From an optimization exercise on the open Yosys and OpenROAD flow, aimed at small area, a short achievable clock period and few clock cycles per item; shortcuts taken in it are not production practice. RTL that was checked went through simulation tests only; none was proved equivalent to the original. No functional check of the RTL was part of runs 1 to 3.

### design/flow/run.sh
#!/bin/bash
# synth_recipe.tcl (not shown) runs the flow's synth.tcl, then flattens the netlist and writes it again
# the make line also repeats each setting of config.mk as NAME=value (left out here)
make -C /OpenROAD-flow-scripts/flow DESIGN_CONFIG=/design/flow/config.mk WORK_HOME=/design/flow/orfs CLKGATE_MAP_FILE= SYNTH_SCRIPT=/design/flow/synth_recipe.tcl finish
### design/flow/config.mk
export PLATFORM = sky130hd
export DESIGN_NAME = div_sqrt
export DESIGN_NICKNAME = div_sqrt
export VERILOG_FILES = /design/flow/design.v
export SDC_FILE = /design/flow/constraint.sdc
export NUM_CORES = 4
export LEC_CHECK = 0
export ABC_CLOCK_PERIOD_IN_PS = 2500
export CAP_MARGIN = 20
export CORE_MARGIN = 2
export CORE_UTILIZATION = 40
export SETUP_SLACK_MARGIN = 3.0
export SLEW_MARGIN = 20
### design/flow/constraint.sdc
create_clock -name core_clock -period 7.0 [get_ports {clk}]
set_input_delay 1.4000 -clock core_clock [delete_from_list [all_inputs] [get_ports {clk}]]
set_output_delay 1.4000 -clock core_clock [all_outputs]
set_load 0.01 [all_outputs]
### design/flow/design.v
module div_sqrt (
    input  wire        clk,
    input  wire        rst,
    input  wire        in_valid,
    output wire        in_ready,
    input  wire        op,         
    input  wire [31:0] a,
    input  wire [31:0] b,
    input  wire [4:0]  s,
    output reg         out_valid,
    output wire [31:0] result,
    output reg         sat
);
    localparam [1:0] S_IDLE = 2'd0, S_NORM = 2'd1, S_ITER = 2'd2, S_FIN = 2'd3;
    reg [1:0]  state;
    reg [5:0]  cnt;           
    reg        r_op;
    reg        r_aneg;        
    reg        r_neg;         
    reg [4:0]  r_s;
    reg [4:0]  za, zb;        
    reg        a_zero, b_zero;
    reg        a_ovf, b_ovf;   
    reg        f_force;       
    reg        f_zero;        
    reg        f_sat;         
    reg        f_neg;         
    reg [33:0] R;             
    reg [31:0] D;             
    reg [33:0] Q;             
    assign in_ready = (state == S_IDLE) || (state == S_FIN);
    wire   accept   = in_valid && in_ready;
    assign result   = Q[31:0];
    wire [31:0] a_abs = a[31] ? (32'd0 - a) : a;
    wire [31:0] b_abs = b[31] ? (32'd0 - b) : b;
    wire [31:0] r_in  = (op && s[0]) ? {a[30:0], 1'b0} : a_abs;
    function [4:0] lzc32;
        input [31:0] x;
        reg   [15:0] h;
        reg   [7:0]  g;
        reg   [3:0]  f;
        reg   [1:0]  e;
        begin
            lzc32[4] = ~|x[31:16];
            h        = lzc32[4] ? x[15:0] : x[31:16];
            lzc32[3] = ~|h[15:8];
            g        = lzc32[3] ? h[7:0] : h[15:8];
            lzc32[2] = ~|g[7:4];
            f        = lzc32[2] ? g[3:0] : g[7:4];
            lzc32[1] = ~|f[3:2];
            e        = lzc32[1] ? f[1:0] : f[3:2];
            lzc32[0] = ~e[1];
        end
    endfunction
    wire [4:0]  la_in = lzc32((op && s[0]) ? {a[30:0], 1'b0} : (a ^ {32{a[31]}}));
    wire [4:0]  lb_in = lzc32(b ^ {32{b[31]}});
    wire [4:0]  las   = {za[4:1], 1'b0};         
    wire [31:0] ash   = R[31:0] << (r_op ? las : za);
    wire [31:0] bsh   = D << zb;
    wire        a_sh_ovf = ~ash[31] & ~a_zero;
    wire        b_sh_ovf = ~bsh[31] & ~b_zero;
    wire [31:0] an    = {r_op ? ash[31] : ~a_zero, ash[30:0]};
    wire [31:0] bn    = {~b_zero, bsh[30:0]};
    wire [7:0]  e_div = {3'd0, r_s} - {3'd0, za} + {3'd0, zb}
                      + {7'd0, a_ovf} - {7'd0, b_ovf};              
    wire [5:0]  last_div  = e_div[5:0] + 6'd1;
    wire [5:0]  last_sqrt = 6'd16 + {2'd0, r_s[4:1]} - {2'd0, za[4:1]};
    wire [5:0]  last      = r_op ? last_sqrt : last_div;
    wire        e_low     = e_div[7] & (e_div != 8'hFF);       
    wire        e_high    = ~e_div[7] & (e_div[6:0] > 7'd32);  
    wire        force_c   = r_op ? (r_aneg | a_zero)
                                 : (b_zero | a_zero | e_low | e_high);
    wire        fzero_c   = r_op | (b_zero ? a_zero : (a_zero | e_low));
    wire        fsat_c    = r_op ? r_aneg : (b_zero | (~a_zero & e_high));
    wire        fneg_c    = b_zero ? r_aneg : r_neg;
    wire [7:0]  e_nov     = {3'd0, r_s} - {3'd0, za} + {3'd0, zb};
    wire        n_low     = e_nov[7] & (e_nov < 8'hFE);          
    wire        n_high    = ~e_nov[7] & (e_nov[6:0] > 7'd33);    
    wire        force_n   = r_op ? (r_aneg | a_zero)
                                 : (b_zero | a_zero | n_low | n_high);
    wire        fzero_n   = r_op | (b_zero ? a_zero : (a_zero | n_low));
    wire        fsat_n    = r_op ? r_aneg : (b_zero | (~a_zero & n_high));
    wire        m      = ~R[33];
    wire [35:0] x      = {R[33:0], r_op ? Q[33:32] : 2'b00};
    wire [35:0] t      = {{2{m}}, D ^ {32{m}}, r_op | m, r_op | m};
    wire [36:0] sum1   = {x, 1'b1} + {t, ~r_op & m};      
    wire [35:0] sum    = sum1[36:1];
    wire        qb     = ~sum[35];
    wire [33:0] base   = r_op ? {2'd0, D} : Q;
    wire [32:0] bh     = base[33:1];
    wire        sticky = |R;                   
    wire        up     = base[0] & (r_op | sticky | base[1]);
    wire        ovf    = r_neg ? (bh[32] | (bh[31] & (|bh[30:0] | up)))
                               : (|bh[32:31] | (&bh[30:0] & up));
    wire [31:0] sres   = ({32{r_neg}} ^ bh[31:0]) + {31'd0, r_neg ^ up};
    wire [31:0] fin_res = f_force ? (f_zero ? 32'd0 : (f_neg ? 32'h8000_0000 : 32'h7FFF_FFFF))
                        : ovf     ? (r_neg ? 32'h8000_0000 : 32'h7FFF_FFFF)
                        :           sres;
    wire        fin_sat = f_force ? f_sat : ovf;
    always @(posedge clk) begin
        if (rst) begin
            state     <= S_IDLE;
            out_valid <= 1'b0;
        end else begin
            out_valid <= (state == S_FIN);
            case (state)
                S_NORM:  state <= force_n ? S_FIN : S_ITER;
                S_ITER:  if (force_c || cnt == last) state <= S_FIN;
                default: state <= accept ? S_NORM : S_IDLE;
            endcase
        end
    end
    always @(posedge clk) begin
        sat <= fin_sat;              
        if (accept) begin
            r_op   <= op;
            r_aneg <= a[31];
            r_neg  <= ~op & (a[31] ^ b[31]);
            r_s    <= s;
            za     <= la_in;
            zb     <= lb_in;
            a_zero <= ~|a;
            b_zero <= ~|b;
        end
        case (state)
            S_NORM: begin
                a_ovf   <= a_sh_ovf;
                b_ovf   <= b_sh_ovf;
                f_force <= force_n;
                f_zero  <= fzero_n;
                f_sat   <= fsat_n;
                f_neg   <= fneg_c;
                if (!r_op) begin
                    R <= {2'b00, an};
                    D <= bn;
                    Q <= 34'd0;
                end else begin
                    R <= 34'd0;
                    D <= 32'd0;
                    Q <= {an, 2'b00};
                end
            end
            S_ITER: begin
                f_force <= force_c;
                f_zero  <= fzero_c;
                f_sat   <= fsat_c;
                f_neg   <= fneg_c;
                cnt     <= cnt + 6'd1;
                if (!r_op) begin
                    R <= sum[34:1];
                    Q <= {Q[32:0], qb};
                end else begin
                    R <= sum[33:0];
                    D <= {D[30:0], qb};
                    Q <= {Q[31:0], 2'b00};
                end
            end
            default: begin   
                Q   <= {2'd0, fin_res};
                cnt <= 6'd0;
                f_force <= force_c;
                f_zero  <= fzero_c;
                f_sat   <= fsat_c;
                f_neg   <= fneg_c;
                R   <= {2'b00, r_in};
                D   <= b_abs;
            end
        endcase
    end
endmodule
==> impl_metrics.yaml, run 1 <==
outcome:
  status: "finished clean"
floorplanning:
  initial_core_util_pct: 40.7
  rows: 78
  die_y_um: 219
  num_io_pins: 108
  fp.dieW_um: 219
  dieArea_mm2: 0.0481
  coreArea_mm2: 0.0456
layout:
  regArea_mm2: 0.00332
  final_cell_mix: "a21oi_1 (226), nand2_1 (203), nor2_1 (200)"
  areaGrowthSynthToFinish_pct: 15.2
  layout_commonest_cell: "a21oi_1"
  nets: 2562
  multi_input_area_mm2: 0.0145
  drive_gt1_share_pct: 14.2
  fillers: 4533
timing:
  relSlewSlack_pct: 27.9
  fmax_mhz: 223
  rsz0062_at_grt: "yes"
  finalHoldWorstSlack_ns: 0.494
  setup_viol: 0
  final_max_slew_viol_count: 0
  fin_tns_setup_ns: 0
  hold_viol_final: 0
  finalCritPeriodShare_pct: 64.1
  worst_pin_slew_ns: 1.08
  fin_crit_ns: 4.48
  finClkSkew_ns: 0.0133
grt:
  grt_usage_pct: 32.4
  antenna_found_initial: 3
  grt_pass1_wl_mm: 118
  grt_pass1_vias: 18700
  gr-total-overflow: 0
  grt_max_degree: 69
worst_setup_path:
  crit_type: "flop to flop"
  rr_worst_depth: 21
  cp-startpoint: "r_s[0]$_DFFE_PP_"
  r2r-start: "r_s[0]$_DFFE_PP_"
  cp.required_ns: 7.38
  arrival_ns: 4.87
  worstPathMaxFanout: 5
  startpoint_type: "flop"
  end_kind: "flop"
drt:
  drc: 0
  wire_per_inst_um: 26.2
  routed_via_density: 6.62
  wl_mm: 79.2
  drt_iter0_drc: 2472
  vias: 20000
  firstDrtPassIters: 7
  ant_nets: 0
yosys:
  ys_seq_elements: 136
  synth-main-ff-cell: "dfxtp_1"
  ys.warnings.count: 1
  syn_area_mm2: 0.0185
  yosysSeqAreaShare_pct: 17.9
  synth_edf_count: 60
  syn_inst: 2433
  syn-num-nets: 2579
  synth_area_per_cell_um2: 7.62
  yosysUniqueCellTypes: 91
  synthArstFlopShare_pct: 0
min_path:
  min_path_type: "flop to flop"
  whs_path_depth: 1
  hp-start: "f_sat$_DFF_P_"
placed_design:
  portBuffers: 107
  place_congestion: 1.00
  dpl.hpwl_mm: 58.0
clock_network:
  cts_root_buf: "clkbuf_16"
  cts_hold_buf: 0
  cts_sinks: 136
  clk_latency_ns: 0.50
  clkTransAtPathRegs_ns: 0.07
  clockBufferDepth: 2
  htreeDepth: 4
  numCtsBuffers: 17
  cts_tree: "done"
run:
  cap_viol_max_count: 0
## layer usage
metal / part of all wire, % / GRT usage [%] / routed length (um)
met3: 9.1 / 7.03 / 7200
met4: 4.5 / 14.4 / 3530
met1: 41 / 42.9 / 32900
met5: 0.032 / 0 / 25
met2: 45 / 50.6 / 35600
## through the flow
| stage | instance area (um2) | std cells | util, % | setup slack, ns |
|---|---|---|---|---|
| finish | 21300 | 3030 | 46.8 | 2.52 |
| global route | 21300 | 3029 | 46.8 | 2.35 |
| CTS | 20900 | 3011 | 45.9 | 2.51 |
| detailed placement | 19700 | 2930 | 43.3 | 1.36 |
| global placement | 19700 | 2930 | 43.3 | 1.49 |
| floorplan | 18900 | 2433 | - | 2.44 |
## sequential cells by signal, indices dropped and copies added, names as in the netlist
| register | cells |
|---|---|
| a_ovf | 1 |
| f_neg | 1 |
| r_aneg | 1 |
| sat | 1 |
| Q | 34 |
| r_op | 1 |
| b_ovf | 1 |
| f_force | 1 |
| r_s | 5 |
| state | 2 |
| D | 32 |
| cnt | 6 |
| a_zero | 1 |
| r_neg | 1 |
| f_sat | 1 |
| b_zero | 1 |
| zb | 5 |
| f_zero | 1 |
| R | 34 |
| out_valid | 1 |
| za | 5 |
## kinds of logic (layout without fill, tap and decap cells)
logic type	count (synthesis)	after routing	synth area share (%)
fa+ha+maj	73	73	5.09
compound gates	730	730	25.8
xor+xnor	189	189	9.01
buf+inv	319	315	7.21
other cells	0	1	0
mux	215	215	14.4
simple gates	771	771	20.5
flops	136	136	17.9
## worst paths after layout
path	to	slack [ns]
max	state[1]$_SDFFE_PP0P_	2.52
min reg2reg	sat$_DFF_P_	0.49
min	sat$_DFF_P_	0.49
max reg2reg	state[1]$_SDFFE_PP0P_	2.52
## critical path: stages, from the launching register on
cell and delay [ns]:
edfxtp_1 0.45, inv_2 0.11, ha_4 0.13, inv_2 0.04
fa_2 0.56, inv_2 0.04, fa_2 0.34, nor2b_1 0.12
o21a_1 0.20, nor2_4 0.06, xnor2_2 0.17, inv_2 0.08
ha_4 0.31, inv_2 0.05, o41ai_4 0.30, xor2_2 0.27
nand4_1 0.12, a21oi_1 0.19, xor2_1 0.10, o41ai_2 0.39
a21oi_2 0.07, mux2_2 0.28
## synthesized netlist by cell type (26+ instances only)
cell      instances  area, um2
nor2b_1          28        175
a31oi_1          28        175
a21oi_1         234       1170
clkbuf_1        161        604
a211oi_1         43        323
mux2_2           35        394
o211ai_1         27        203
nor2_1          205        769
nand3_1          46        230
nor4_1           30        188
mux4_2           38        856
a221oi_1         36        315
buf_1            32        120
ha_1             69        863
inv_1            74        278
xnor2_1         124       1090
nor3_1           66        330
o21ai_0         128        641
buf_4            32        240
edfxtp_1         60       1800
dfxtp_1          76       1520
nand2_1         205        769
or3_1            26        163
mux2i_1         142       1420
nand4_1          27        169
xor2_1           64        561
## layout make-up
class | count | area share (%)
Multi-Input combinational cell | 1978 | 67.9
Sequential cell | 136 | 15.6
Timing Repair Buffer | 203 | 8.75
Tap cell | 600 | 3.52
Clock buffer | 23 | 2.44
Inverter | 79 | 1.49
Clock inverter | 9 | 0.281
Timing Repair inverter | 1 | 0.0235
Antenna cell | 1 | 0.0117
## repair_timing
action	in CTS	in global routing
hold endpoints to repair	0	0
buffers inserted	48	18
resized for setup	110	83
pin swaps	39	16
gates cloned	1	0
endpoints found under the setup margin	65	56
==> inputs of run 2 (changes only) <==
--- a/design/flow/config.mk
+++ b/design/flow/config.mk
@@ -10,4 +10,4 @@
 export CORE_MARGIN = 2
 export CORE_UTILIZATION = 40
-export SETUP_SLACK_MARGIN = 3.0
+export SETUP_SLACK_MARGIN = 3.6
 export SLEW_MARGIN = 20
==> run 2 against run 1 <==
Effect of this change:
- still clean
- register-to-register slack barely moved
- fmax rose by 0.20%
- sequential share of layout area fell by 1.4 points
- synthesized cell count did not move
- via count rose by 3.6%
- critical path type unchanged
- critical endpoint unchanged
==> impl_metrics.yaml, run 2 <==
worst_setup_path:
  r2r_setup_slack_ns: 2.52
  worst-path-buf-inv: 5
  r2r-start: "r_s[0]$_DFFE_PP_"
  slowest_stage: "fa_2"
  rr_worst_depth: 21
  crit_type: "flop to flop"
  worstPathMaxFanout: 6
  end_kind: "flop"
  cpMostUsedCell: "inv_2"
  max_stage_delay_ns: 0.54
  startpoint_type: "flop"
  crit_family: "adder cells"
  cp.required_ns: 7.37
  r2r_end: "state[1]$_SDFFE_PP0P_"
  worstPathCellList: "inv_2 > ha_4 > inv_2 > fa_2 > inv_2 > fa_2 > nor2b_1 > o21a_1 > nor2_2 > xnor2_2 > inv_2 > ha_4 > buf_6 > o311ai_4 > a21boi_4 > or3_1 > a31o_2 > xnor2_2 > o41ai_2 > a21oi_2 > mux2_2"
  arrival_ns: 4.84
layout:
  drive_gt1_share_pct: 24.1
  areaGrowthSynthToFinish_pct: 26.6
  fillers: 4283
  reg_top3: "Q: 34 flops, R: 34 flops, D: 32 flops"
  final_cell_mix: "nor2_1 (201), nand2_1 (200), a21oi_1 (200)"
  design_area_mm2: 0.0235
  nets: 2665
  fin_cells: 3133
  layout_commonest_cell: "nor2_1"
yosys:
  ys_seq_elements: 136
  synth_xor_area_share_pct: 9.01
  syn_area_mm2: 0.0185
  yosysMostFrequentCell: "a21oi_1"
  synth_top_family_by_area: "compound AO/OA/AOI/OAI gates"
  synth-simple-area-share_pct: 20.5
  yosysSeqAreaShare_pct: 17.9
  synth-main-ff-cell: "dfxtp_1"
  synth_edf_count: 60
  synth_compound_area_share_pct: 25.8
  yosysUniqueCellTypes: 91
  yosys-mux-area-fraction_pct: 14.4
  synth_area_per_cell_um2: 7.62
  synth_top_cell_by_area: "edfxtp_1"
  syn_inst: 2433
  syn-num-nets: 2579
  ys.warnings.count: 1
  synthArstFlopShare_pct: 0
  synth_area_leaders: "edfxtp_1 (9.7%), dfxtp_1 (8.2%), mux2i_1 (7.7%)"
  ys_top_cells_by_count: "a21oi_1 (234), nand2_1 (205), nor2_1 (205), clkbuf_1 (161), mux2i_1 (142)"
  synthAdderAreaFrac_pct: 5.09
  synth_top_area_share_pct: 9.72
timing:
  finalHoldWorstSlack_ns: 0.506
  fmax_mhz: 223
  worst_pin_slew_ns: 1.11
  rsz0062_at_grt: "yes"
  final_max_slew_viol_count: 0
  finalCritPeriodShare_pct: 63.9
  hold_viol_final: 0
  fin_tns_setup_ns: 0
  fin_crit_ns: 4.48
  finClkSkew_ns: 0.0134
  setup_viol: 0
  relSlewSlack_pct: 25.7
placed_design:
  placed_cells: 2932
  portBuffers: 107
  dpl.hpwl_mm: 57.8
  place_congestion: 0.982
  place_area_mm2: 0.0199
grt:
  grt_usage_pct: 32.9
  grt_pass1_wl_mm: 120
  grt_max_degree: 72
  antenna_found_initial: 3
  gr-total-overflow: 0
  grt_pass1_vias: 19000
floorplanning:
  fp.dieW_um: 219
  coreArea_mm2: 0.0456
  initial_core_util_pct: 40.7
  dieArea_mm2: 0.0481
  rows: 78
  num_io_pins: 108
  die_y_um: 219
drt:
  firstDrtPassIters: 7
  wl_mm: 82.5
  wire_per_inst_um: 26.3
  ant_nets: 0
  routed_via_density: 6.63
  drt_iter0_drc: 2809
  vias: 20800
  drc: 0
min_path:
  min_path_type: "flop to flop"
  whs_path_depth: 1
  hp-start: "f_sat$_DFF_P_"
  min_to: "sat$_DFF_P_"
outcome:
  status: "finished clean"
clock_network:
  numCtsBuffers: 17
  clockBufferDepth: 2
  cts_tree: "done"
  clkTransAtPathRegs_ns: 0.07
  htreeDepth: 4
  clk_latency_ns: 0.48
  cts_root_buf: "clkbuf_16"
  cts_sinks: 136
run:
  cap_viol_max_count: 0
## run 2: cell families (layout without fill, tap and decap cells)
logic type               count (synthesis)  after routing
AO/OA/AOI/OAI                          730            730
XOR/XNOR                               189            189
adder cells (fa/ha/maj)                 73             73
buffers and inverters                  319            416
flip-flops                             136            136
multiplexers                           215            215
other                                    0              1
AND/OR/NAND/NOR                        771            773
## run 2: what timing repair did
action                                  in CTS  in global routing
endpoints found under the setup margin     102                 72
pin swaps                                   85                 86
gates cloned                                 8                  2
hold buffers                                 0                  0
resized for setup                          354                208
setup buffers                               92                 66
## run 2: routing by layer
metal | vias up | wire length [um] | track usage [%] | share of wire [%]
li1 | 9203 | - | - | -
met1 | 10100 | 33700 | 44.0 | 41
met2 | 1254 | 37200 | 52.0 | 45
met3 | 260 | 7930 | 6.47 | 9.6
met4 | 2 | 3710 | 13.1 | 4.5
met5 | - | 13 | 0 | 0.016
## run 2: worst max path at each step
stage / slack (ns) / endpoint / startpoint / depth (start not counted)
6_report: 2.52 / state[1]$_SDFFE_PP0P_ / r_s[0]$_DFFE_PP_ / 21
3_5_place_dp: 1.25 / za[0]$_DFFE_PP_ / op / 10
3_3_place_gp: 1.32 / za[0]$_DFFE_PP_ / op / 10
5_1_grt: 2.35 / state[1]$_SDFFE_PP0P_ / r_s[0]$_DFFE_PP_ / 21
4_1_cts: 2.55 / state[1]$_SDFFE_PP0P_ / r_s[0]$_DFFE_PP_ / 21
2_1_floorplan: 2.44 / state[0]$_SDFFE_PP0P_ / za[1]$_DFFE_PP_ / 22
## run 2: layout make-up
class | instances | area [um2] | share of cell area, %
Clock inverter | 14 | 168 | 0.715
Tap cell | 600 | 751 | 3.20
Clock buffer | 18 | 450 | 1.92
Timing Repair inverter | 1 | 5.00 | 0.0213
Multi-Input combinational cell | 1980 | 15500 | 66.2
Timing Repair Buffer | 304 | 2880 | 12.3
Sequential cell | 136 | 3330 | 14.2
Inverter | 79 | 345 | 1.47
Antenna cell | 1 | 2.50 | 0.0107
## run 2: through the flow
stage / util [%] / setup slack, ns
floorplan: - / 2.44
global placement: 43.7 / 1.32
detailed placement: 43.7 / 1.25
CTS: 48.7 / 2.55
global route: 51.4 / 2.35
finish: 51.5 / 2.52
==> inputs of run 3 (changes only) <==
--- a/design/flow/design.v
+++ b/design/flow/design.v
@@ -28,4 +28,5 @@
     reg [33:0] R;             
     reg [31:0] D;             
+    reg        Ds;
     reg [33:0] Q;             
     assign in_ready = (state == S_IDLE) || (state == S_FIN);
@@ -33,5 +34,4 @@
     assign result   = Q[31:0];
     wire [31:0] a_abs = a[31] ? (32'd0 - a) : a;
-    wire [31:0] b_abs = b[31] ? (32'd0 - b) : b;
     wire [31:0] r_in  = (op && s[0]) ? {a[30:0], 1'b0} : a_abs;
     function [4:0] lzc32;
@@ -57,12 +57,12 @@
     wire [4:0]  las   = {za[4:1], 1'b0};         
     wire [31:0] ash   = R[31:0] << (r_op ? las : za);
-    wire [31:0] bsh   = D << zb;
+    wire [32:0] bsh   = {Ds, D} << zb;
     wire        a_sh_ovf = ~ash[31] & ~a_zero;
-    wire        b_sh_ovf = ~bsh[31] & ~b_zero;
+    wire        b_sh_ovf = Ds & ~|bsh[31:0];
     wire [31:0] an    = {r_op ? ash[31] : ~a_zero, ash[30:0]};
-    wire [31:0] bn    = {~b_zero, bsh[30:0]};
-    wire [7:0]  e_div = {3'd0, r_s} - {3'd0, za} + {3'd0, zb}
-                      + {7'd0, a_ovf} - {7'd0, b_ovf};              
-    wire [5:0]  last_div  = e_div[5:0] + 6'd1;
+    wire [32:0] bn    = bsh;
+    wire [7:0]  e_stp = {3'd0, r_s} - {3'd0, za} + {3'd0, zb} + {7'd0, a_ovf};
+    wire [7:0]  e_div = e_stp - {7'd0, b_ovf};                    
+    wire [5:0]  last_div  = e_stp[5:0] + 6'd1;
     wire [5:0]  last_sqrt = 6'd16 + {2'd0, r_s[4:1]} - {2'd0, za[4:1]};
     wire [5:0]  last      = r_op ? last_sqrt : last_div;
@@ -81,11 +81,14 @@
     wire        fzero_n   = r_op | (b_zero ? a_zero : (a_zero | n_low));
     wire        fsat_n    = r_op ? r_aneg : (b_zero | (~a_zero & n_high));
-    wire        m      = ~R[33];
-    wire [35:0] x      = {R[33:0], r_op ? Q[33:32] : 2'b00};
-    wire [35:0] t      = {{2{m}}, D ^ {32{m}}, r_op | m, r_op | m};
-    wire [36:0] sum1   = {x, 1'b1} + {t, ~r_op & m};      
+    wire        rnd    = (state == S_IDLE) || (state == S_FIN);
+    wire        m      = ~R[33];               
+    wire        k      = m ^ Ds;               
+    wire [35:0] x      = rnd ? 36'd0 : {R[33:0], r_op ? Q[33:32] : 2'b00};
+    wire [35:0] t      = {{2{Ds ^ k}}, D ^ {32{k}}, rnd | r_op | k, rnd | r_op | k};
+    wire        cin    = rnd ? (r_neg ^ up) : (~r_op & k);
+    wire [36:0] sum1   = {x, 1'b1} + {t, cin};            
     wire [35:0] sum    = sum1[36:1];
     wire        qb     = ~sum[35];
-    wire [33:0] base   = r_op ? {2'd0, D} : Q;
+    wire [33:0] base   = Q;
     wire [32:0] bh     = base[33:1];
     wire        sticky = |R;                   
@@ -93,5 +96,5 @@
     wire        ovf    = r_neg ? (bh[32] | (bh[31] & (|bh[30:0] | up)))
                                : (|bh[32:31] | (&bh[30:0] & up));
-    wire [31:0] sres   = ({32{r_neg}} ^ bh[31:0]) + {31'd0, r_neg ^ up};
+    wire [31:0] sres   = sum[33:2];
     wire [31:0] fin_res = f_force ? (f_zero ? 32'd0 : (f_neg ? 32'h8000_0000 : 32'h7FFF_FFFF))
                         : ovf     ? (r_neg ? 32'h8000_0000 : 32'h7FFF_FFFF)
@@ -133,9 +136,9 @@
                 if (!r_op) begin
                     R <= {2'b00, an};
-                    D <= bn;
+                    {Ds, D} <= bn;
                     Q <= 34'd0;
                 end else begin
                     R <= 34'd0;
-                    D <= 32'd0;
+                    {Ds, D} <= 33'd0;
                     Q <= {an, 2'b00};
                 end
@@ -147,11 +150,19 @@
                 f_neg   <= fneg_c;
                 cnt     <= cnt + 6'd1;
+                if (cnt == last)
+                    Ds  <= qb ^ r_neg;           
                 if (!r_op) begin
                     R <= sum[34:1];
                     Q <= {Q[32:0], qb};
+                    if (cnt == last)
+                        D <= Q[31:0];
                 end else begin
                     R <= sum[33:0];
-                    D <= {D[30:0], qb};
-                    Q <= {Q[31:0], 2'b00};
+                    if (cnt == last) begin
+                        Q <= {1'b0, D, qb};
+                    end else begin
+                        D <= {D[30:0], qb};
+                        Q <= {Q[31:0], 2'b00};
+                    end
                 end
             end
@@ -164,5 +175,6 @@
                 f_neg   <= fneg_c;
                 R   <= {2'b00, r_in};
-                D   <= b_abs;
+                D   <= b;
+                Ds  <= b[31];
             end
         endcase
--- a/design/flow/config.mk
+++ b/design/flow/config.mk
@@ -10,4 +10,4 @@
 export CORE_MARGIN = 2
 export CORE_UTILIZATION = 40
-export SETUP_SLACK_MARGIN = 3.6
+export SETUP_SLACK_MARGIN = 3.0
 export SLEW_MARGIN = 20
==> run 3 against run 2 <==
Effect of this change:
- synthesized area down 8.7%
- routed wire length down 8.5%
- first-iteration DRC count down 3.5%
- synthesized cell count down 14%
- via count down 11%
- hold slack better by 0.028 ns
- largest cell class unchanged
==> impl_metrics.yaml, run 3 <==
timing:
  fin_crit_ns: 4.39
  rsz0062_at_grt: "yes"
  relSlewSlack_pct: 29.5
  hold_viol_final: 0
  fin_tns_setup_ns: 0
  setup_viol: 0
  finClkSkew_ns: 0.0161
  worst_pin_slew_ns: 1.05
  final_max_slew_viol_count: 0
  finalCritPeriodShare_pct: 62.8
  fmax_mhz: 228
drt:
  wl_met3_mm: 7.18
  wl_met2_mm: 33.4
  wl_met1_mm: 31.8
  ant_nets: 0
  topRoutingLayerUsed: "met4"
  routed_via_density: 6.74
  firstDrtPassIters: 6
  wire_per_inst_um: 27.6
  drt_iter0_drc: 2712
  vias: 18400
  drc: 0
  wl_mm: 75.5
yosys:
  synthArstFlopShare_pct: 0
  syn-num-nets: 2228
  synth_top_area_share_pct: 10.8
  yosysUniqueCellTypes: 107
  synth-main-ff-cell: "dfxtp_1"
  synth_area_per_cell_um2: 8.09
  synth_edf_count: 61
  synth_area_leaders: "edfxtp_1 (11%), mux2i_1 (11%), dfxtp_1 (9.0%)"
  syn_inst: 2092
  yosysSeqAreaShare_pct: 19.8
  ys_top_cells_by_count: "nand2_1 (195), mux2i_1 (178), nor2_1 (166), a21oi_1 (138), clkbuf_1 (114)"
  ys.warnings.count: 1
  ys_seq_elements: 137
  syn_area_mm2: 0.0169
  yosysMostFrequentCell: "nand2_1"
  synth_top_cell_by_area: "edfxtp_1"
clock_network:
  clkTransAtPathRegs_ns: 0.07
  cts_sinks: 137
  htreeDepth: 4
  clk_latency_ns: 0.46
  cts_tree: "done"
  cts_hold_buf: 0
  cts_root_buf: "clkbuf_16"
  numCtsBuffers: 17
  clockBufferDepth: 2
placed_design:
  portBuffers: 107
  dpl.hpwl_mm: 55.0
  place_area_mm2: 0.0182
  placed_cells: 2585
  place_congestion: 0.993
outcome:
  status: "finished clean"
floorplanning:
  num_io_pins: 108
  initial_core_util_pct: 40.4
  die_y_um: 210
  fp.dieW_um: 210
  dieArea_mm2: 0.0440
  coreArea_mm2: 0.0419
  rows: 75
worst_setup_path:
  arrival_ns: 4.71
  cp.required_ns: 7.32
  worstPathMaxFanout: 3
  crit_type: "flop to flop"
  end_kind: "flop"
  startpoint_type: "flop"
grt:
  grt_pass1_wl_mm: 110
  grt_max_degree: 57
  grt_usage_pct: 33.1
  antenna_found_initial: 0
  grt_pass1_vias: 16900
  gr-total-overflow: 0
layout:
  fillers: 3987
  areaGrowthSynthToFinish_pct: 23.7
  drive_gt1_share_pct: 20.2
  nets: 2321
  postLayoutCoreUtil_pct: 50.0
  fin_cells: 2737
  final_cell_mix: "nand2_1 (190), mux2i_1 (175), nor2_1 (157)"
  n_antenna_cell: 0
  reg_top3: "Q: 34 flops, R: 34 flops, D: 32 flops"
  layout_commonest_cell: "nand2_1"
  design_area_mm2: 0.0209
run:
  cap_viol_max_count: 0
min_path:
  min_path_type: "flop to flop"
[run 3: worst max-delay path: stages (launching register included)]
cell      delay [ns]
dfxtp_2         0.34
nor4_4          0.43
nand4_1         0.19
o311a_1         0.35
or3_4           0.34
fa_2            0.35
a21o_1          0.17
a221o_1         0.37
a32oi_2         0.28
buf_4           0.19
a21oi_4         0.08
o21ai_2         0.18
o211ai_1        0.18
buf_4           0.18
a211oi_2        0.20
xor2_1          0.17
buf_4           0.16
o211ai_1        0.10
[run 3: worst paths after layout]
check / from / endpoint / slack, ns / cells past startpoint
worst max-delay path: R[31]$_DFF_P_ / Q[31]$_DFF_P_ / 2.61 / 17
worst min-delay path: r_aneg$_DFFE_PP_ / f_neg$_DFF_P_ / 0.53 / 1
worst max register to register: R[31]$_DFF_P_ / Q[31]$_DFF_P_ / 2.61 / 17
worst min register to register: r_aneg$_DFFE_PP_ / f_neg$_DFF_P_ / 0.53 / 1
[run 3: logic make-up (layout without fill, tap and decap cells)]
| kind of cell | Yosys count | after routing | share of synthesized area (%) |
|---|---|---|---|
| multiplexers | 246 | 246 | 17.7 |
| AO/OA/AOI/OAI | 616 | 616 | 25.1 |
| adder cells (fa/ha/maj) | 64 | 64 | 4.90 |
| AND/OR/NAND/NOR | 676 | 679 | 20.1 |
| flip-flops | 137 | 137 | 19.8 |
| XOR/XNOR | 116 | 116 | 6.18 |
| buffers and inverters | 237 | 340 | 6.23 |
[run 3: metal layers]
metal	GRT usage, %	up-vias
met5	0	-
met4	11.6	0
met3	5.51	167
met2	51.2	1034
met1	46.7	9066
li1	-	8167
[run 3: per-stage QoR]
step | hold slack (ns) | setup slack, ns
finish | 0.534 | 2.61
global route | 0.556 | 2.48
CTS | 0.532 | 2.68
detailed placement | 0.509 | 1.53
global placement | 0.510 | 1.65
floorplan | 0.443 | 2.76
[run 3: final cells by class]
type	instances	area, um2	share of cell area, %
Multi-Input combinational cell	1721	13500	64.7
Sequential cell	137	3370	16.1
Timing Repair Buffer	250	2430	11.6
Tap cell	539	674	3.22
Clock buffer	20	479	2.29
Inverter	56	260	1.24
Clock inverter	12	156	0.748
Timing Repair inverter	2	13.8	0.0658
[run 3: what timing repair did]
action                                  in CTS  in global routing
endpoints found under the setup margin     112                109
resized for setup                          155                121
pin swaps                                   64                 84
endpoints found under the hold margin        0                  0
gates cloned                                 6                  3
buffers inserted                            63                 48
==> inputs of run 4 (changes only) <==
--- a/design/flow/design.v
+++ b/design/flow/design.v
@@ -62,11 +62,11 @@
     wire [31:0] an    = {r_op ? ash[31] : ~a_zero, ash[30:0]};
     wire [32:0] bn    = bsh;
-    wire [7:0]  e_stp = {3'd0, r_s} - {3'd0, za} + {3'd0, zb} + {7'd0, a_ovf};
-    wire [7:0]  e_div = e_stp - {7'd0, b_ovf};                    
-    wire [5:0]  last_div  = e_stp[5:0] + 6'd1;
+    wire [7:0]  e_nov     = {3'd0, r_s} - {3'd0, za} + {3'd0, zb};   
     wire [5:0]  last_sqrt = 6'd16 + {2'd0, r_s[4:1]} - {2'd0, za[4:1]};
-    wire [5:0]  last      = r_op ? last_sqrt : last_div;
-    wire        e_low     = e_div[7] & (e_div != 8'hFF);       
-    wire        e_high    = ~e_div[7] & (e_div[6:0] > 7'd32);  
+    wire [5:0]  last_n    = r_op ? last_sqrt : (e_nov[5:0] + 6'd1);
+    reg  [5:0]  last_r;
+    reg         lo_m, lo_0, lo_p, hi_m, hi_0, hi_p;    
+    wire        e_low     = (a_ovf & ~b_ovf) ? lo_p : (~a_ovf & b_ovf) ? lo_m : lo_0;  
+    wire        e_high    = (a_ovf & ~b_ovf) ? hi_p : (~a_ovf & b_ovf) ? hi_m : hi_0;  
     wire        force_c   = r_op ? (r_aneg | a_zero)
                                  : (b_zero | a_zero | e_low | e_high);
@@ -74,11 +74,7 @@
     wire        fsat_c    = r_op ? r_aneg : (b_zero | (~a_zero & e_high));
     wire        fneg_c    = b_zero ? r_aneg : r_neg;
-    wire [7:0]  e_nov     = {3'd0, r_s} - {3'd0, za} + {3'd0, zb};
-    wire        n_low     = e_nov[7] & (e_nov < 8'hFE);          
-    wire        n_high    = ~e_nov[7] & (e_nov[6:0] > 7'd33);    
-    wire        force_n   = r_op ? (r_aneg | a_zero)
-                                 : (b_zero | a_zero | n_low | n_high);
-    wire        fzero_n   = r_op | (b_zero ? a_zero : (a_zero | n_low));
-    wire        fsat_n    = r_op ? r_aneg : (b_zero | (~a_zero & n_high));
+    wire        force_n   = r_op ? (r_aneg | a_zero) : (b_zero | a_zero);
+    wire        fzero_n   = r_op | a_zero;
+    wire        fsat_n    = r_op ? r_aneg : b_zero;
     wire        rnd    = (state == S_IDLE) || (state == S_FIN);
     wire        m      = ~R[33];               
@@ -109,5 +105,5 @@
             case (state)
                 S_NORM:  state <= force_n ? S_FIN : S_ITER;
-                S_ITER:  if (force_c || cnt == last) state <= S_FIN;
+                S_ITER:  if (force_c || cnt == last_r) state <= S_FIN;
                 default: state <= accept ? S_NORM : S_IDLE;
             endcase
@@ -130,4 +126,12 @@
                 a_ovf   <= a_sh_ovf;
                 b_ovf   <= b_sh_ovf;
+                cnt     <= {6{~r_op & a_sh_ovf}};    
+                last_r  <= last_n;
+                lo_m    <= e_nov[7];
+                lo_0    <= e_nov[7] & (e_nov != 8'hFF);
+                lo_p    <= e_nov[7] & (e_nov < 8'hFE);
+                hi_m    <= ~e_nov[7] & (e_nov[6:0] > 7'd33);
+                hi_0    <= ~e_nov[7] & (e_nov[6:0] > 7'd32);
+                hi_p    <= ~e_nov[7] & (e_nov[6:0] > 7'd31);
                 f_force <= force_n;
                 f_zero  <= fzero_n;
@@ -150,14 +154,14 @@
                 f_neg   <= fneg_c;
                 cnt     <= cnt + 6'd1;
-                if (cnt == last)
+                if (cnt == last_r)
                     Ds  <= qb ^ r_neg;           
                 if (!r_op) begin
                     R <= sum[34:1];
                     Q <= {Q[32:0], qb};
-                    if (cnt == last)
+                    if (cnt == last_r)
                         D <= Q[31:0];
                 end else begin
                     R <= sum[33:0];
-                    if (cnt == last) begin
+                    if (cnt == last_r) begin
                         Q <= {1'b0, D, qb};
                     end else begin
--- a/design/flow/config.mk
+++ b/design/flow/config.mk
@@ -10,4 +10,4 @@
 export CORE_MARGIN = 2
 export CORE_UTILIZATION = 40
-export SETUP_SLACK_MARGIN = 3.0
+export SETUP_SLACK_MARGIN = 2.5
 export SLEW_MARGIN = 20
==> run 4 against run 3 <==
Effect of this change:
- non-clock buffer count fell by 92
- first-iteration DRC count fell by 20%
- setup slack got worse by 0.026 ns
- routed wire length fell by 4.8%
- synthesized area fell by 1.4%
- via count fell by 5.5%
==> impl_metrics.yaml, run 4 <==
timing:
  fmax_mhz: 226
  setup_viol: 0
  relSlewSlack_pct: 24.5
  worst_pin_slew_ns: 1.13
  finClkSkew_ns: 0.0130
  fin_tns_setup_ns: 0
  final_max_slew_viol_count: 0
  fin_crit_ns: 4.42
  hold_viol_final: 0
  finalCritPeriodShare_pct: 63.1
  rsz0062_at_grt: "yes"
yosys:
  synth_edf_count: 67
  yosysMostFrequentCell: "mux2i_1"
  ys.warnings.count: 1
  syn-num-nets: 2218
  yosysSeqAreaShare_pct: 21.9
  synth_top_cell_by_area: "edfxtp_1"
  ys_seq_elements: 149
  ys_top_cells_by_count: "mux2i_1 (195), nor2_1 (173), a21oi_1 (171), nand2_1 (162), o21ai_0 (136)"
  yosysUniqueCellTypes: 84
  syn_inst: 2086
  synth_area_per_cell_um2: 7.99
  synth-main-ff-cell: "dfxtp_1"
  synthArstFlopShare_pct: 0
  synth_top_area_share_pct: 12.1
  syn_area_mm2: 0.0167
  synth_area_leaders: "edfxtp_1 (12%), mux2i_1 (12%), dfxtp_1 (9.8%)"
placed_design:
  place_area_mm2: 0.0178
  dpl.hpwl_mm: 54.6
  placed_cells: 2555
  place_congestion: 1.02
  portBuffers: 107
floorplanning:
  rows: 74
  fp.dieW_um: 208
  initial_core_util_pct: 40.7
  coreArea_mm2: 0.0410
  die_y_um: 208
  num_io_pins: 108
  dieArea_mm2: 0.0433
grt:
  antenna_found_initial: 2
  grt_max_degree: 76
  grt_pass1_wl_mm: 106
  grt_use_met1_pct: 43.3
  busiest_layer: "met2"
  gr-total-overflow: 0
  grt_pass1_vias: 16300
  use_met2_pct: 49.8
  grt_usage_pct: 32.4
  use_met3_pct: 5.95
layout:
  fin_cells: 2614
  fillers: 4133
  nets: 2201
  layout_commonest_cell: "mux2i_1"
  drive_gt1_share_pct: 9.17
  reg_top3: "Q: 34 flops, R: 34 flops, D: 32 flops"
  final_cell_mix: "mux2i_1 (194), nor2_1 (172), a21oi_1 (171)"
  n_antenna_cell: 0
  design_area_mm2: 0.0188
  areaGrowthSynthToFinish_pct: 12.7
drt:
  wl_mm: 71.9
  routed_via_density: 6.66
  drc: 0
  ant_nets: 0
  drt_iter0_drc: 2159
  firstDrtPassIters: 5
  wire_per_inst_um: 27.5
  vias: 17400
min_path:
  whs_path_depth: 1
  min_path_type: "flop to flop"
clock_network:
  htreeDepth: 4
  numCtsBuffers: 17
  clk_latency_ns: 0.47
  cts_tree: "done"
  cts_root_buf: "clkbuf_16"
  cts_sinks: 149
  clkTransAtPathRegs_ns: 0.07
  clockBufferDepth: 2
worst_setup_path:
  end_kind: "flop"
  rr_worst_depth: 13
  startpoint_type: "flop"
  worstPathMaxFanout: 75
  cp.required_ns: 7.39
  arrival_ns: 4.81
  crit_type: "flop to flop"
run:
  cap_viol_max_count: 0
outcome:
  status: "finished clean"
## run 4: cell count changes after synthesis, sizes merged, moves of 10 or more
cell / before / now
mux2: 29 / 19
o22ai: 20 / 31
nor2b: 52 / 42
a21oi: 138 / 171
mux2i: 178 / 195
xor2: 29 / 46
nand2: 195 / 163
o221ai: 57 / 47
## run 4: final cells by class
class | instances | area (um2) | area share, %
multi-input cells | 1685 | 12200 | 64.7
clock buffers | 17 | 425 | 2.26
well taps | 532 | 666 | 3.54
clock inverters | 15 | 169 | 0.899
inverters | 58 | 231 | 1.23
repair buffers | 158 | 1480 | 7.90
flip-flops and latches | 149 | 3650 | 19.4
## run 4: routing by layer
| layer | share of wire [%] | wire length (um) | vias up |
|---|---|---|---|
| met1 | 42 | 29900 | 8372 |
| li1 | - | - | 7791 |
| met5 | 0.038 | 27 | - |
| met2 | 44 | 31500 | 1037 |
| met4 | 5.4 | 3910 | 4 |
| met3 | 9.1 | 6560 | 212 |
## run 4: critical path: stages (launching register included)
cell	delay (ns)
edfxtp_1	0.52
buf_4	0.18
buf_6	0.48
and3_1	0.33
ha_1	0.32
a21o_1	0.22
a21o_1	0.19
a211oi_1	0.32
o21ai_0	0.23
o31ai_1	0.56
o21ai_0	0.18
xor2_1	0.37
a2bb2oi_1	0.20
mux2i_1	0.22
## run 4: stage by stage
stage                     utilization [%]  worst slack (ns)  hold WS (ns)
final                                45.8              2.58         0.510
after global routing                 45.8              2.47         0.515
after CTS                            45.1              2.50         0.508
after detailed placement             43.4              1.56         0.492
after global placement               43.4              1.70         0.484
after floorplan                         -              2.50         0.443
## run 4: kinds of logic (layout without fill, tap and decap cells)
| kind of cell | Yosys count | count (layout) | share of synthesized area, % |
|---|---|---|---|
| AOI/OAI and AO/OA | 642 | 642 | 25.3 |
| and+or+nand+nor | 612 | 612 | 17.9 |
| buffers and inverters | 253 | 248 | 6.56 |
| muxes | 244 | 244 | 17.0 |
| DFF | 149 | 149 | 21.9 |
| xor gates and xnor gates | 127 | 128 | 6.67 |
| adders and majority gates | 59 | 59 | 4.61 |
## run 4: what timing repair did
| item | CTS | global route |
|---|---|---|
| gates cloned | 1 | 0 |
| pin swaps | 4 | 8 |
| setup endpoints to repair | 59 | 51 |
| hold buffers | 0 | 0 |
| resized for setup | 20 | 26 |
| buffers inserted | 3 | 23 |
## run 4: worst paths after layout
check | from | endpoint | slack [ns]
setup / recovery | r_op$_DFFE_PP_ | R[22]$_DFF_P_ | 2.58
hold / removal | r_aneg$_DFFE_PP_ | f_neg$_DFF_P_ | 0.51
setup reg to reg | r_op$_DFFE_PP_ | R[22]$_DFF_P_ | 2.58
hold reg to reg | r_aneg$_DFFE_PP_ | f_neg$_DFF_P_ | 0.51
Testbench counts of run 4, summed over its fixed seeds: cycles 37,466, items 2,400.
==> inputs of run 5 (changes only) <==
--- a/design/flow/config.mk
+++ b/design/flow/config.mk
@@ -10,4 +10,4 @@
 export CORE_MARGIN = 2
 export CORE_UTILIZATION = 40
-export SETUP_SLACK_MARGIN = 2.5
+export SETUP_SLACK_MARGIN = 3.3
 export SLEW_MARGIN = 20
==> run 5 against run 4 <==
Effect of this change:
- hold slack barely moved
- routed wire length up 5.9%
- clock skew increased by 0.0090 ns
- flip-flop and latch count unchanged
- register-to-register slack improved by 0.33 ns
- synthesized area stayed put
- critical path depth increased by 4
- core utilization up 4.7 points
- setup slack better by 0.33 ns
==> impl_metrics.yaml, run 5 <==
clock_network:
  cts_sinks: 149
  numCtsBuffers: 17
  htreeDepth: 4
  clkTransAtPathRegs_ns: 0.08
  cts_tree: "done"
  cts_root_buf: "clkbuf_16"
  clockBufferDepth: 2
  clk_latency_ns: 0.47
worst_setup_path:
  r2r-start: "R[31]$_DFF_P_"
  slowest_stage: "dfxtp_1"
  crit_type: "flop to flop"
  worst-path-buf-inv: 3
  worstPathMaxFanout: 3
  end_kind: "flop"
  startpoint_type: "flop"
  cp.required_ns: 7.21
  cpMostUsedCell: "buf_4"
  r2r_end: "D[0]$_DFFE_PP_"
  arrival_ns: 4.30
  rr_worst_depth: 17
  max_stage_delay_ns: 0.37
  r2r_setup_slack_ns: 2.91
  worstPathCellList: "nor4_4 > nand4_1 > buf_4 > nor4b_4 > nor2_2 > inv_2 > fa_2 > nand2b_4 > a21boi_4 > o211a_1 > o2111a_2 > o211ai_1 > nand2_1 > a221o_1 > buf_4 > a211oi_2 > o31ai_1"
  crit_family: "compound AO/OA/AOI/OAI gates"
grt:
  grt_usage_pct: 33.7
  grt_max_degree: 76
  gr-total-overflow: 0
  grt_pass1_wl_mm: 110
  grt_pass1_vias: 16800
  antenna_found_initial: 1
min_path:
  min_path_type: "flop to flop"
  min_to: "f_neg$_DFF_P_"
  hp-start: "r_aneg$_DFFE_PP_"
  whs_path_depth: 1
floorplanning:
  num_io_pins: 108
  die_y_um: 208
  rows: 74
  dieArea_mm2: 0.0433
  coreArea_mm2: 0.0410
  initial_core_util_pct: 40.7
  fp.dieW_um: 208
drt:
  vias: 18100
  routed_via_density: 6.71
  wl_mm: 76.1
  drc: 0
  wire_per_inst_um: 28.2
  drt_iter0_drc: 2135
  ant_nets: 0
  firstDrtPassIters: 5
yosys:
  synth-simple-area-share_pct: 17.9
  ys_top_cells_by_count: "mux2i_1 (195), nor2_1 (173), a21oi_1 (171), nand2_1 (162), o21ai_0 (136)"
  synth_area_leaders: "edfxtp_1 (12%), mux2i_1 (12%), dfxtp_1 (9.8%)"
  yosysMostFrequentCell: "mux2i_1"
  ys_seq_elements: 149
  syn_area_mm2: 0.0167
  synth_edf_count: 67
  yosys-mux-area-fraction_pct: 17.0
  synth_xor_area_share_pct: 6.67
  synthArstFlopShare_pct: 0
  synth-main-ff-cell: "dfxtp_1"
  syn-num-nets: 2218
  synthAdderAreaFrac_pct: 4.61
  synth_top_family_by_area: "compound AO/OA/AOI/OAI gates"
  syn_inst: 2086
  synth_compound_area_share_pct: 25.3
  ys.warnings.count: 1
  synth_area_per_cell_um2: 7.99
  synth_top_cell_by_area: "edfxtp_1"
  yosysSeqAreaShare_pct: 21.9
  yosysUniqueCellTypes: 84
  synth_top_area_share_pct: 12.1
timing:
  final_max_slew_viol_count: 0
  rsz0062_at_grt: "yes"
  finClkSkew_ns: 0.0220
  relSlewSlack_pct: 27.5
  setup_viol: 0
  hold_viol_final: 0
  finalCritPeriodShare_pct: 58.4
  fmax_mhz: 245
  fin_tns_setup_ns: 0
  worst_pin_slew_ns: 1.06
  fin_crit_ns: 4.09
layout:
  drive_gt1_share_pct: 20.6
  postLayoutCoreUtil_pct: 50.5
  design_area_mm2: 0.0207
  areaGrowthSynthToFinish_pct: 24.3
  nets: 2284
  reg_top3: "Q: 34 flops, R: 34 flops, D: 32 flops"
  final_cell_mix: "mux2i_1 (191), nor2_1 (160), nand2_1 (157)"
  layout_commonest_cell: "mux2i_1"
placed_design:
  dpl.hpwl_mm: 55.1
  place_area_mm2: 0.0179
  place_congestion: 1.02
  portBuffers: 107
run:
  cap_viol_max_count: 0
outcome:
  status: "finished clean"
## run 5: cell counts after synthesis
Identical to the previous run, type by type.
## run 5: worst max path at each step
stage / startpoint / end / depth (start not counted)
floorplan: a[31] / za[0]$_DFFE_PP_ / 17
global placement: b[31] / zb[0]$_DFFE_PP_ / 11
detailed placement: op / za[0]$_DFFE_PP_ / 11
CTS: Ds$_DFFE_PP_ / Ds$_DFFE_PP_ / 14
global route: R[0]$_DFF_P_ / Ds$_DFFE_PP_ / 16
finish: R[31]$_DFF_P_ / D[0]$_DFFE_PP_ / 17
## run 5: stage by stage
step	setup WS [ns]	cells	hold WS, ns
final	2.91	2698	0.511
after CTS	3.00	2656	0.515
after floorplan	2.66	2086	0.443
after global routing	2.83	2697	0.527
after detailed placement	1.71	2556	0.499
after global placement	1.75	2556	0.483
## run 5: final cells by class
| type | count | area [um2] |
|---|---|---|
| Fill cell | 3946 | 20300 |
| Sequential cell | 149 | 3660 |
| Clock inverter | 9 | 76.3 |
| Timing Repair Buffer | 238 | 2310 |
| Multi-Input combinational cell | 1688 | 13200 |
| Antenna cell | 1 | 2.50 |
| Inverter | 58 | 255 |
| Tap cell | 532 | 666 |
| Clock buffer | 23 | 533 |
## run 5: metal layers
layer	global-route usage, %	vias to the layer above	share of wire, %
met2	52.7	1148	45
li1	-	7982	-
met3	5.75	254	9.6
met1	44.9	8712	40
met5	0	-	0.017
met4	16.8	2	5.6
## run 5: cell families (layout without fill, tap and decap cells)
family,Yosys count,after routing
multiplexers,244,244
adder cells (fa/ha/maj),59,59
AND/OR/NAND/NOR,612,615
AO/OA/AOI/OAI,642,642
XOR/XNOR,127,128
buffers and inverters,253,328
other,0,1
flip-flops,149,149
## run 5: timing repair
item | CTS | global route
endpoints found under the setup margin | 99 | 74
hold buffers | 0 | 0
gates resized for setup | 273 | 154
pin swaps | 61 | 61
setup buffers | 62 | 36
gates cloned | 6 | 5
==> inputs of run 6 (changes only) <==
--- a/design/flow/config.mk
+++ b/design/flow/config.mk
@@ -9,5 +9,5 @@
 export CAP_MARGIN = 20
 export CORE_MARGIN = 2
-export CORE_UTILIZATION = 40
-export SETUP_SLACK_MARGIN = 3.3
+export CORE_UTILIZATION = 60
+export SETUP_SLACK_MARGIN = 3.0
 export SLEW_MARGIN = 20
==> run 6 against run 5 <==
Effect of this change:
- still clean
- register-to-register slack lost 0.13 ns
- hold slack lost 0.00096 ns
- flip-flop and latch count is the same
- count of clock-buffer cells in the layout shrank 6
- clock skew shrank 0.0091 ns
- final area shrank 6.3%
- die area shrank 33%
- routed wire length shrank 8.8%
- critical path type unchanged
- largest cell class unchanged
==> impl_metrics.yaml, run 6 <==
yosys:
  ys.warnings.count: 1
  yosysUniqueCellTypes: 84
  syn-num-nets: 2218
  synthAdderAreaFrac_pct: 4.61
  ys_top_cells_by_count: "mux2i_1 (195), nor2_1 (173), a21oi_1 (171), nand2_1 (162), o21ai_0 (136)"
  synthArstFlopShare_pct: 0
  synth-simple-area-share_pct: 17.9
  synth_area_per_cell_um2: 7.99
  synth-main-ff-cell: "dfxtp_1"
  yosysMostFrequentCell: "mux2i_1"
  synth_edf_count: 67
  synth_top_family_by_area: "compound AO/OA/AOI/OAI gates"
  synth_compound_area_share_pct: 25.3
  ys_seq_elements: 149
  synth_xor_area_share_pct: 6.67
  syn_area_mm2: 0.0167
  syn_inst: 2086
  yosysSeqAreaShare_pct: 21.9
  synth_top_area_share_pct: 12.1
  synth_area_leaders: "edfxtp_1 (12%), mux2i_1 (12%), dfxtp_1 (9.8%)"
  synth_top_cell_by_area: "edfxtp_1"
  yosys-mux-area-fraction_pct: 17.0
layout:
  final_cell_mix: "mux2i_1 (194), nor2_1 (166), a21oi_1 (165)"
  regArea_mm2: 0.00367
  layout_commonest_cell: "mux2i_1"
  drive_gt1_share_pct: 14.4
  postLayoutCoreUtil_pct: 70.5
  reg_top3: "Q: 34 flops, R: 34 flops, D: 32 flops"
  multi_input_area_mm2: 0.0126
  areaGrowthSynthToFinish_pct: 16.5
  fillers: 2178
  nets: 2239
  n_antenna_cell: 0
timing:
  fmax_mhz: 237
  hold_viol_final: 0
  finalHoldWorstSlack_ns: 0.510
  finalCritPeriodShare_pct: 60.3
  fin_crit_ns: 4.22
  fin_tns_setup_ns: 0
  relSlewSlack_pct: 26.2
  setup_viol: 0
  final_max_slew_viol_count: 0
  rsz0062_at_grt: "yes"
  worst_pin_slew_ns: 1.10
  finClkSkew_ns: 0.0128
worst_setup_path:
  cp.required_ns: 7.30
  r2r-start: "Ds$_DFFE_PP_"
  crit_type: "flop to flop"
  rr_worst_depth: 13
  end_kind: "flop"
  worstPathMaxFanout: 18
  r2r_setup_slack_ns: 2.78
  arrival_ns: 4.52
  r2r_end: "Ds$_DFFE_PP_"
  startpoint_type: "flop"
clock_network:
  clk_latency_ns: 0.47
  cts_tree: "done"
  cts_root_buf: "clkbuf_16"
  clockBufferDepth: 2
  clkTransAtPathRegs_ns: 0.08
  htreeDepth: 4
  cts_sinks: 149
  numCtsBuffers: 17
run:
  cap_viol_max_count: 0
drt:
  routed_via_density: 7.40
  vias: 18500
  wl_mm: 69.5
  wire_per_inst_um: 27.8
  firstDrtPassIters: 10
  ant_nets: 0
  drt_iter0_drc: 3194
  drc: 0
min_path:
  whs_path_depth: 1
  hp-start: "r_aneg$_DFFE_PP_"
  min_to: "f_neg$_DFF_P_"
  min_path_type: "flop to flop"
outcome:
  status: "finished clean"
grt:
  grt_pass1_wl_mm: 101
  antenna_found_initial: 0
  gr-total-overflow: 0
  grt_pass1_vias: 16500
  grt_usage_pct: 46.0
  grt_max_degree: 76
placed_design:
  dpl.hpwl_mm: 50.0
  portBuffers: 107
  place_congestion: 1.07
floorplanning:
  coreArea_mm2: 0.0276
  num_io_pins: 108
  rows: 61
  dieArea_mm2: 0.0291
  die_y_um: 171
  fp.dieW_um: 171
  initial_core_util_pct: 60.5
-- run 6: final cells by class --
type	instances	share of cell area [%]
multi-input combinational	1685	64.9
sequential	149	18.9
timing repair buffer	196	9.39
tap	378	2.44
clock buffer	17	2.19
inverter	58	1.28
clock inverter	15	0.941
-- run 6: routing by layer --
layer / GRT usage, % / vias up / wire length [um]
met5: 1.91 / - / 64
met4: 29.8 / 2 / 5650
met3: 12.2 / 425 / 9470
met2: 67.6 / 1639 / 28700
met1: 59.5 / 8530 / 25600
li1: - / 7886 / -
-- run 6: worst max path at each step --
stage	endpoint	startpoint	slack, ns	cells after the start
global placement	zb[1]$_DFFE_PP_	b[31]	1.89	11
CTS	Ds$_DFFE_PP_	r_op$_DFFE_PP_	2.94	16
global route	Ds$_DFFE_PP_	Ds$_DFFE_PP_	2.75	13
finish	Ds$_DFFE_PP_	Ds$_DFFE_PP_	2.78	13
detailed placement	za[0]$_DFFE_PP_	op	1.80	11
floorplan	za[0]$_DFFE_PP_	a[31]	2.66	17
-- run 6: cells by family (layout without fill, tap and decap cells) --
logic type,Yosys count,after routing
AO/OA/AOI/OAI,642,642
XOR/XNOR,127,127
adder cells (fa/ha/maj),59,59
buffers and inverters,253,286
flip-flops,149,149
multiplexers,244,244
AND/OR/NAND/NOR,612,613
-- run 6: critical path, stage by stage (launching register included) --
cell,delay [ns]
edfxtp_1,0.53
xor2_4,0.25
buf_12,0.19
xnor2_1,0.27
ha_1,0.38
a21o_1,0.23
a31oi_1,0.19
o221a_2,0.29
o2111ai_1,0.19
o211ai_1,0.44
nand2_1,0.15
a221o_1,0.39
o311a_1,0.32
a221oi_2,0.22
-- run 6: metrics by stage --
step                instances  cell area [um2]  setup slack [ns]
floorplan                2086            16900              2.66
detailed placement       2401            17600              1.80
finish                   2498            19400              2.78
CTS                      2469            18800              2.94
global placement         2401            17600              1.89
global route             2498            19400              2.75
-- run 6: repair_timing --
item	in CTS	in global routing
pin swaps	20	56
cloned	1	1
hold buffers	0	0
setup endpoints to repair	82	60
buffers inserted	35	28
gates resized for setup	97	133
==> inputs of run 7 (changes only) <==
--- a/design/flow/config.mk
+++ b/design/flow/config.mk
@@ -6,8 +6,8 @@
 export NUM_CORES = 4
 export LEC_CHECK = 0
-export ABC_CLOCK_PERIOD_IN_PS = 2500
+export ABC_CLOCK_PERIOD_IN_PS = 4000
 export CAP_MARGIN = 20
 export CORE_MARGIN = 2
-export CORE_UTILIZATION = 60
+export CORE_UTILIZATION = 40
 export SETUP_SLACK_MARGIN = 3.0
 export SLEW_MARGIN = 20
==> run 7 against run 6 <==
Effect of this change:
- register-to-register slack better by 0.08 ns
- count of clock-buffer cells in the layout unchanged
- hold slack better by 0.0056 ns
- core utilization down 23 points
- synthesized area unchanged
==> impl_metrics.yaml, run 7 <==
floorplanning:
  fp.dieW_um: 208
  dieArea_mm2: 0.0433
  die_y_um: 208
  num_io_pins: 108
  rows: 74
  coreArea_mm2: 0.0410
  initial_core_util_pct: 40.7
timing:
  hold_viol_final: 0
  finClkSkew_ns: 0.00964
  finalCritPeriodShare_pct: 59.1
  relSlewSlack_pct: 30.5
  final_max_slew_viol_count: 0
  fmax_mhz: 242
  setup_viol: 0
  worst_pin_slew_ns: 1.04
  fin_crit_ns: 4.14
  rsz0062_at_grt: "yes"
  fin_tns_setup_ns: 0
drt:
  firstDrtPassIters: 6
  wire_per_inst_um: 28.0
  wl_mm: 74.1
  routed_via_density: 6.71
  vias: 17800
  drt_iter0_drc: 2196
  drc: 0
  wl_met1_mm: 30.6
  ant_nets: 0
  wl_met2_mm: 32.7
  wl_met3_mm: 7.18
  topRoutingLayerUsed: "met5"
yosys:
  synth_xor_area_share_pct: 6.67
  ys_seq_elements: 149
  yosysSeqAreaShare_pct: 21.9
  yosysUniqueCellTypes: 84
  syn-num-nets: 2218
  synth_edf_count: 67
  ys.warnings.count: 1
  synthArstFlopShare_pct: 0
  synth_top_family_by_area: "compound AO/OA/AOI/OAI gates"
  syn_area_mm2: 0.0167
  yosysMostFrequentCell: "mux2i_1"
  syn_inst: 2086
  synth_area_per_cell_um2: 7.99
  synth_area_leaders: "edfxtp_1 (12%), mux2i_1 (12%), dfxtp_1 (9.8%)"
  synthAdderAreaFrac_pct: 4.61
  ys_top_cells_by_count: "mux2i_1 (195), nor2_1 (173), a21oi_1 (171), nand2_1 (162), o21ai_0 (136)"
  synth_compound_area_share_pct: 25.3
  synth_top_cell_by_area: "edfxtp_1"
  synth-simple-area-share_pct: 17.9
  synth-main-ff-cell: "dfxtp_1"
  yosys-mux-area-fraction_pct: 17.0
  synth_top_area_share_pct: 12.1
clock_network:
  clockBufferDepth: 2
  cts_root_buf: "clkbuf_16"
  clk_latency_ns: 0.47
  cts_tree: "done"
  clkTransAtPathRegs_ns: 0.07
  htreeDepth: 4
  cts_sinks: 149
  numCtsBuffers: 17
  cts_hold_buf: 0
outcome:
  status: "finished clean"
grt:
  grt_pass1_vias: 16500
  grt_max_degree: 74
  gr-total-overflow: 0
  antenna_found_initial: 3
  grt_pass1_wl_mm: 109
  grt_usage_pct: 33.3
layout:
  nets: 2238
  design_area_mm2: 0.0194
  areaGrowthSynthToFinish_pct: 16.2
  n_antenna_cell: 0
  final_cell_mix: "mux2i_1 (193), nor2_1 (167), a21oi_1 (164)"
  drive_gt1_share_pct: 14.0
  postLayoutCoreUtil_pct: 47.2
  reg_top3: "Q: 34 flops, R: 34 flops, D: 32 flops"
  fillers: 4087
  fin_cells: 2651
  layout_commonest_cell: "mux2i_1"
placed_design:
  portBuffers: 107
  place_congestion: 1.03
  place_area_mm2: 0.0179
  placed_cells: 2557
  dpl.hpwl_mm: 55.3
min_path:
  whs_path_depth: 1
  min_path_type: "flop to flop"
worst_setup_path:
  crit_type: "flop to flop"
  rr_worst_depth: 16
  end_kind: "flop"
  cp.required_ns: 7.20
  worstPathMaxFanout: 4
  arrival_ns: 4.34
  startpoint_type: "flop"
run:
  cap_viol_max_count: 0
run 7: layout make-up:
cell class | count | area, um2 | area share (%)
Clock inverter | 15 | 148 | 0.762
Sequential cell | 149 | 3670 | 18.9
Clock buffer | 17 | 425 | 2.20
Multi-Input combinational cell | 1686 | 12400 | 64.2
Inverter | 58 | 246 | 1.27
Timing Repair Buffer | 194 | 1780 | 9.17
Tap cell | 532 | 666 | 3.44
run 7: cells by family (layout without fill, tap and decap cells):
kind of cell             count (synthesis)  in the layout
multiplexers                           244            244
AND/OR/NAND/NOR                        612            614
flip-flops                             149            149
adder cells (fa/ha/maj)                 59             59
XOR/XNOR                               127            127
buffers and inverters                  253            284
AO/OA/AOI/OAI                          642            642
run 7: repair_timing:
action / 4_1_cts / 5_1_grt
pin swaps: 30 / 30
cloned: 1 / 1
endpoints found under the setup margin: 80 / 54
resized for setup: 98 / 89
setup buffers: 37 / 23
run 7: final timing paths:
path,endpoint,start,slack (ns)
worst max-delay path,D[0]$_DFFE_PP_,r_op$_DFFE_PP_,2.86
worst max register to register,D[0]$_DFFE_PP_,r_op$_DFFE_PP_,2.86
worst min register to register,f_neg$_DFF_P_,r_aneg$_DFFE_PP_,0.52
worst min-delay path,f_neg$_DFF_P_,r_aneg$_DFFE_PP_,0.52
run 7: layer usage:
layer	vias up	track usage (%)
met4	4	16.7
li1	7885	-
met1	8622	44.1
met5	-	0
met3	191	6.35
met2	1093	51.7
run 7: metrics by stage:
stage,hold WS (ns),setup WS [ns]
after floorplan,0.443,2.66
after global placement,0.482,1.67
after detailed placement,0.492,1.50
after CTS,0.515,2.90
after global routing,0.550,2.80
final,0.515,2.86
run 7: critical path: stages, from the launching register on:
cell and delay, ns:
edfxtp_1 0.52, nor4_2 0.24, nand4_1 0.21, nor4b_4 0.38
nor2_2 0.09, inv_2 0.06, fa_2 0.19, nand2b_4 0.14
a21boi_4 0.06, o211a_1 0.25, o2111a_2 0.30, o211ai_1 0.40
nand2_1 0.18, a221o_1 0.40, buf_6 0.14, a211oi_2 0.22
o31ai_1 0.09

## afterwards: timing with drivers on the ports
The results above use ideal ports. As a check the final layouts listed here were re-extracted and re-timed, cells and wires unchanged.
Step 1: set_driving_cell puts a clkbuf_16 on clk and a buf_2 on each other input, an assumption about the parent block.
Step 2 adds t to the input delays and takes it off the output delays; t is the mean of the earliest and latest rising clock arrival at the registers after step 1. Input paths then give back, and output paths get back, about the clock's delay inside the block.
Slacks: ideal ports / drivers / drivers and shift; pairs: ideal ports / drivers.
| run | shift t [ns] | setup WS [ns] | worst setup path at the end | worst register clock-pin slew, ns |
|---|---|---|---|---|
| run 1 | 0.548 | 2.516 / 2.516 / 2.285 | input to register | 0.07 / 0.07 |
| run 2 | 0.531 | 2.525 / 2.525 / 2.407 | input to register | 0.07 / 0.07 |
| run 3 | 0.502 | 2.607 / 2.607 / 2.521 | input to register | 0.07 / 0.07 |
| run 4 | 0.520 | 2.580 / 2.580 / 2.146 | input to register | 0.07 / 0.07 |
| run 5 | 0.520 | 2.910 / 2.910 / 2.639 | input to register | 0.08 / 0.08 |
| run 6 | 0.514 | 2.780 / 2.780 / 2.517 | input to register | 0.08 / 0.08 |
| run 7 | 0.523 | 2.862 / 2.862 / 2.577 | input to register | 0.07 / 0.07 |
After both steps setup and hold are still met in every run listed. For run 4, which loses most, drivers alone change the setup slack by 0.000 ns; drivers and shift together by -0.434 ns.
